Background: an optimization exercise with open tools, aiming at small area, a short achievable clock period and few clock cycles. Do not read the settings as production practice.
Function was checked by simulation only, so behaviour that the tests miss may differ from the original.
No activity file was given, so power comes from the tool's default toggle rates.

Setup of pepper:
Design cv_engine, start of the top module:
module cv_engine (
    input  wire        clk,
    input  wire        rst,
    input  wire        go,
    input  wire [1:0]  cfg_poly,
    input  wire        cfg_mode,       
    input  wire        cfg_cont,
    input  wire [1:0]  cfg_awidth,
    input  wire [31:0] cfg_init,
    input  wire [24:0] cfg_len,
    input  wire [8:0]  cfg_count,
    input  wire [11:0] cfg_crcoff,
    input  wire [11:0] cfg_aoff,
    input  wire        ctx_we,
    input  wire [31:0] ctx_run,
    input  wire [31:0] ctx_alast,
    input  wire        ctx_avalid,
    input  wire [3:0]  err_clr,
    input  wire        in_valid,
    input  wire [31:0] in_data,
    output wire        in_ready,
    output wire        busy,
    output reg         done,
    output wire [1:0]  result,
    output reg  [8:0]  donemsg,
    output reg  [31:0] run_val,
    output reg  [31:0] crc_result,
    output reg  [31:0] alast,
    output reg         avalid,
    output reg  [15:0] cnt_ok,
    output reg  [15:0] cnt_crcerr,
    output reg  [15:0] cnt_repeat,
    output reg  [15:0] cnt_jump,
    output reg  [3:0]  err
);
    wire [31:0] u;
    wire [31:0] t0, t1;
    wire [15:0] t2;
    wire [7:0]  t3;
    assign t0[0] = ^(u & 32'h04D101DF);
    assign t0[1] = ^(u & 32'h09A203BE);
    assign t0[2] = ^(u & 32'h1344077D);
    assign t0[3] = ^(u & 32'h26880EFA);
    assign t0[4] = ^(u & 32'h4D101DF4);
    assign t0[5] = ^(u & 32'h9A203BE9);
    assign t0[6] = ^(u & 32'h3091760D);
    assign t0[7] = ^(u & 32'h6122EC1A);
    assign t0[8] = ^(u & 32'hC245D835);
    assign t0[9] = ^(u & 32'h805AB1B5);
    assign t0[10] = ^(u & 32'h046462B5);
    assign t0[11] = ^(u & 32'h08C8C56A);
    assign t0[12] = ^(u & 32'h11918AD4);
    assign t0[13] = ^(u & 32'h232315A9);
    assign t0[14] = ^(u & 32'h46462B53);
    assign t0[15] = ^(u & 32'h8C8C56A6);
    assign t0[16] = ^(u & 32'h1DC9AC92);
    assign t0[17] = ^(u & 32'h3B935924);
    assign t0[18] = ^(u & 32'h7726B249);
    assign t0[19] = ^(u & 32'hEE4D6493);
    assign t0[20] = ^(u & 32'hD84BC8F9);
    assign t0[21] = ^(u & 32'hB446902D);
  ...
make LEC_CHECK=0 CAP_MARGIN=20 CORE_MARGIN=2 CORE_UTILIZATION=40 SETUP_SLACK_MARGIN=5 SLEW_MARGIN=20 finish   # period 10.0 ns
run.sh (not shown) runs the stock make flow with config.mk's settings and CLKGATE_MAP_FILE= SYNTH_SCRIPT=/design/flow/synth_recipe.tcl, a recipe that flattens the netlist after the stock synthesis.
Testbench counts of pepper, summed over its fixed seeds: cycles 18,317.
#### Input delta (violet over pepper)
Settings: an added TNS_END_PERCENT of 100; an added CTS_BUF_LIST of sky130_fd_sc_hd__clkbuf_4 sky130_fd_sc_hd__clkbuf_8; an added CTS_CLUSTER_SIZE of 30.
- [compare] base=pepper new=violet: final cell area excluding filler cells now smaller, number of buffers created by CTS now larger, ratio of final minimum period to clock period now smaller.
- ~same fraction of area in multi-input gates in pepper and violet
- On number of global-route vias before repair: between pepper and violet, it ends up lower for pepper.
- Summary of violet over pepper: tightest hold margin comparable, minimum clock period after layout lower.
- Average wire per standard cell, pepper and violet, higher one = pepper.
Here is what was changed in the inputs of raven compared with violet.
Settings: CTS_CLUSTER_SIZE removed (was 30); CAP_MARGIN changed from 20 to 0; SLEW_MARGIN changed from 20 to 0; CTS_BUF_LIST removed (was sky130_fd_sc_hd__clkbuf_4 sky130_fd_sc_hd__clkbuf_8).
Results
Looking at raven and violet, the number of max-capacitance violations reported is a wash.
Changes observed in raven relative to violet: count of cells along the worst register-to-register path shows an increase of 3; clock group share of total power increased 1.7 points; global-route met1 utilization closely matched the old numbers; setup slack went down.
Delta(length of routed wiring on met1, raven - violet) < 0
Area: raven vs violet -> raven larger
Overall power consumption: raven > violet
Changes observed in raven relative to violet: combined area of the multi-input logic cells held steady; routed wire length barely changed.

---

Starting RTL as in the previous note.
Settings: LEC_CHECK=0, CAP_MARGIN=20, CORE_MARGIN=2, CORE_UTILIZATION=40, SETUP_SLACK_MARGIN=5, SLEW_MARGIN=20, TNS_END_PERCENT=100; clock period 10.0 ns.
Testbench counts at the start, summed over its fixed seeds: cycles 18,317.
Next try:
- CTS_BUF_LIST: default -> sky130_fd_sc_hd__clkbuf_8
Effect: Synthesized area does not change. Power is lower by a few percent. Sequential cell count is unchanged. Non-clock buffer count does not change. Setup slack improved by 0.027 ns. Clock power decreases by about a fifth. Clock skew went up by 0.026 ns. Cell area falls slightly. Final cell count rises slightly. Sequential power stays flat. Via count stays flat.

## port drivers added, routing unchanged
No port has a modelled driver above. Below, the same layouts with a new extraction and two added sets of constraints. Step 1 (the two cells are an assumption about what drives the block):
set clk [get_ports {clk}]
set_driving_cell -lib_cell sky130_fd_sc_hd__clkbuf_16 $clk
set_driving_cell -lib_cell sky130_fd_sc_hd__buf_2 [delete_from_list [all_inputs] $clk]
Step 2 adds t to the input delays and takes it off the output delays; t is the mean of the earliest and latest rising clock arrival at the registers after step 1. Input paths then give back, and output paths get back, about the clock's delay inside the block. Three values: ideal ports, drivers, drivers and shift; two values: the first two.
run | t (ns) | setup slack, ns | clock arrival spread, ns
pepper | 0.693 | 5.054 / 5.054 / 4.436 | 0.037 / 0.037
violet | 0.762 | 5.085 / 5.085 / 4.415 | 0.068 / 0.068
raven | 0.693 | 5.054 / 5.054 / 4.436 | 0.037 / 0.037
the first run of note 2 | 0.693 | 5.054 / 5.054 / 4.436 | 0.037 / 0.037
the second run of note 2 | 0.756 | 5.081 / 5.081 / 4.393 | 0.063 / 0.063
After both steps setup and hold are still met in every run listed. The setup slack of the second run of note 2, which loses most, moves by 0.000 ns with the drivers and by -0.688 ns with both steps.
